From an optimization exercise on the open Yosys and OpenROAD flow, aimed at small area; shortcuts taken in it are not production practice.
Where RTL was checked, it was by simulation tests only, not by an equivalence proof against the original.
Power is estimated from default activity; no workload was simulated.

Design fil_nchan, start of the top module:
module fil_nchan (
    input             clk,
    input             rst,           
    input      [8:0]  cfg_d,         
    input      [3:0]  cfg_shift1,    
    input      [6:0]  cfg_taps,      
    input      [3:0]  cfg_dfir,      
    input      [4:0]  cfg_shift2,    
    input      [1:0]  cfg_msel,      
    input             coef_we,
    input      [5:0]  coef_addr,
    input      [23:0] coef_wdata,
    input             bs_valid,
    input             bs_bit,
    output reg        out_valid,
    output     [23:0] out_data,
    output reg        out_sat1,
    output reg        out_sat2
);
    integer i;
    reg  [25:0] ir [0:2];            
    reg  [25:0] dr [0:2];            
    reg  [25:0] sy;                  
    reg  [8:0]  dcnt;
    reg         bv, bb;              
    reg  [2:0]  st;                  
    reg         dec;                 
    reg         s1ing;               
    reg  [3:0]  s1c;                 
    reg         sv;                  
    wire        dlast = (dcnt == cfg_d);
    wire        rstep = s1ing && (s1c == 4'd0);
    wire [2:0]  cur   = bv ? 3'd1 : st;          
    wire        go    = (cur != 3'd0) && !rstep;
    wire        step1 = go && (cur == 3'd1);
    wire        stepi = go && ((cur == 3'd2) || (cur == 3'd3));
    wire        stepc = go && (cur >= 3'd4);
    wire [25:0] aa = (step1 || stepi) ? ir[0] : (cur == 3'd4) ? ir[2] : sy;
    wire [25:0] ab = step1 ? {{25{~bb}}, 1'b1} : stepi ? ir[2] : stepc ? dr[0] : 26'd0;
    wire [25:0] as;
    fil_nchan_radd #(26) u_sadd (.a(aa), .b(ab), .cin(stepc | rstep), .s(as), .cout());
    always @(posedge clk) begin
        bv <= bs_valid && !rst;
        if (bs_valid)
            bb <= bs_bit;
    end
    always @(posedge clk) begin
        if (rst) begin
            for (i = 0; i < 3; i = i + 1) begin
                ir[i] <= 0;
                dr[i] <= {26{1'b1}};
            end
        end else begin
  ...
Size in the first run: about 10000 cells after synthesis, about 3700 flip-flops, about 120000 um^2 of cells after synthesis.
make LEC_CHECK=0 CAP_MARGIN=10 CORE_MARGIN=2 CORE_UTILIZATION=75 CTS_BUF_LIST=sky130_fd_sc_hd__clkbuf_16 CTS_CLUSTER_DIAMETER=60 CTS_CLUSTER_SIZE=25 GPL_ROUTABILITY_DRIVEN=1 SLEW_MARGIN=10 finish   # period 15.0 ns
run.sh (not shown) runs the stock make flow with config.mk's settings and CLKGATE_MAP_FILE= SYNTH_SCRIPT=/design/flow/synth_recipe.tcl, a recipe that flattens the netlist after the stock synthesis.
Change:
--- a/flow/config.mk
+++ b/flow/config.mk
@@ -6,10 +6,10 @@
 export NUM_CORES = 4
 export LEC_CHECK = 0
-export CAP_MARGIN = 10
+export CAP_MARGIN = 20
 export CORE_MARGIN = 2
-export CORE_UTILIZATION = 75
+export CORE_UTILIZATION = 65
 export CTS_BUF_LIST = sky130_fd_sc_hd__clkbuf_16
 export CTS_CLUSTER_DIAMETER = 60
 export CTS_CLUSTER_SIZE = 25
 export GPL_ROUTABILITY_DRIVEN = 1
-export SLEW_MARGIN = 10
+export SLEW_MARGIN = 20
Worst hold slack is better by 27 ps.
Clock skew falls by 14 ps.
Worst setup slack improved by 41 ps.
Change:
--- a/flow/config.mk
+++ b/flow/config.mk
@@ -8,5 +8,5 @@
 export CAP_MARGIN = 20
 export CORE_MARGIN = 2
-export CORE_UTILIZATION = 65
+export CORE_UTILIZATION = 50
 export CTS_BUF_LIST = sky130_fd_sc_hd__clkbuf_16
 export CTS_CLUSTER_DIAMETER = 60
=>
- non-clock buffer count went up by 24
- synthesized area does not change
- clock-buffer cell count rises by 8

## sierra
Another version of the RTL of fil_nchan (not shown whole).
Size in the first run: roughly 10000 cells after synthesis, ~3700 flip-flops, roughly 93 I/O pins.
Settings: LEC_CHECK=0, CAP_MARGIN=20, CORE_MARGIN=2, CORE_UTILIZATION=50, GPL_ROUTABILITY_DRIVEN=1, SLEW_MARGIN=20; clock period 15.0 ns.
Final checks on sierra, whose flow otherwise completed, came back failing, citing setup timing.
#### Input delta (fjord over sierra)
- ABC_AREA now 1, previously not set
Results
Global-route usage was higher in fjord than in sierra. Count of pins over their slew limit came out exactly the same in sierra and fjord. Changes observed in fjord relative to sierra: pre-CTS worst setup slack increased 0.52 ns, total power barely changed, core box area fell by about 1.2%, summed negative setup slack over all endpoints decreased by 1.42 ns relative to the old numbers, global placer's final weighted congestion rose 0.056. Diff fjord..sierra | flip-flop and latch count | unchanged. fjord: complete, dirty (setup timing). Going from sierra to fjord, inserted tap cell count saw a decrease, final clock period utilization by the worst path saw a decrease.
Function was not checked in any run of this note: the RTL went through the layout flow alone.

-- afterwards: timing with drivers on the ports --
The results above use ideal ports. As a check the final layouts listed here were re-extracted and re-timed, cells and wires unchanged. Step 1 assumes that a clkbuf_16 drives the clock port and a buf_2 every other input. Step 2 moves the port delays by t, midway between the first and last clock arrival at a register: inputs arrive t later, outputs are due t later. That takes back most of the time a late clock gives input paths. a / b / c = no drivers / after step 1 / after step 2; a / b = the first two.
| run | shift t [ns] | slack for setup (ns) | cell pins on the clock port's net |
|---|---|---|---|
| the first run of note 1 | 0.946 | 0.717 / 0.717 / 0.717 | 1 |
| the second run of note 1 | 0.939 | 0.757 / 0.757 / 0.757 | 1 |
| the third run of note 1 | 0.940 | 0.721 / 0.721 / 0.721 | 1 |
| sierra | 1.040 | -1.461 / -1.411 / -2.451 | 1 |
| fjord | 1.022 | -1.388 / -1.357 / -2.379 | 1 |
The setup slack of fjord, which loses most, moves by +0.031 ns with the drivers and by -0.991 ns with both steps.
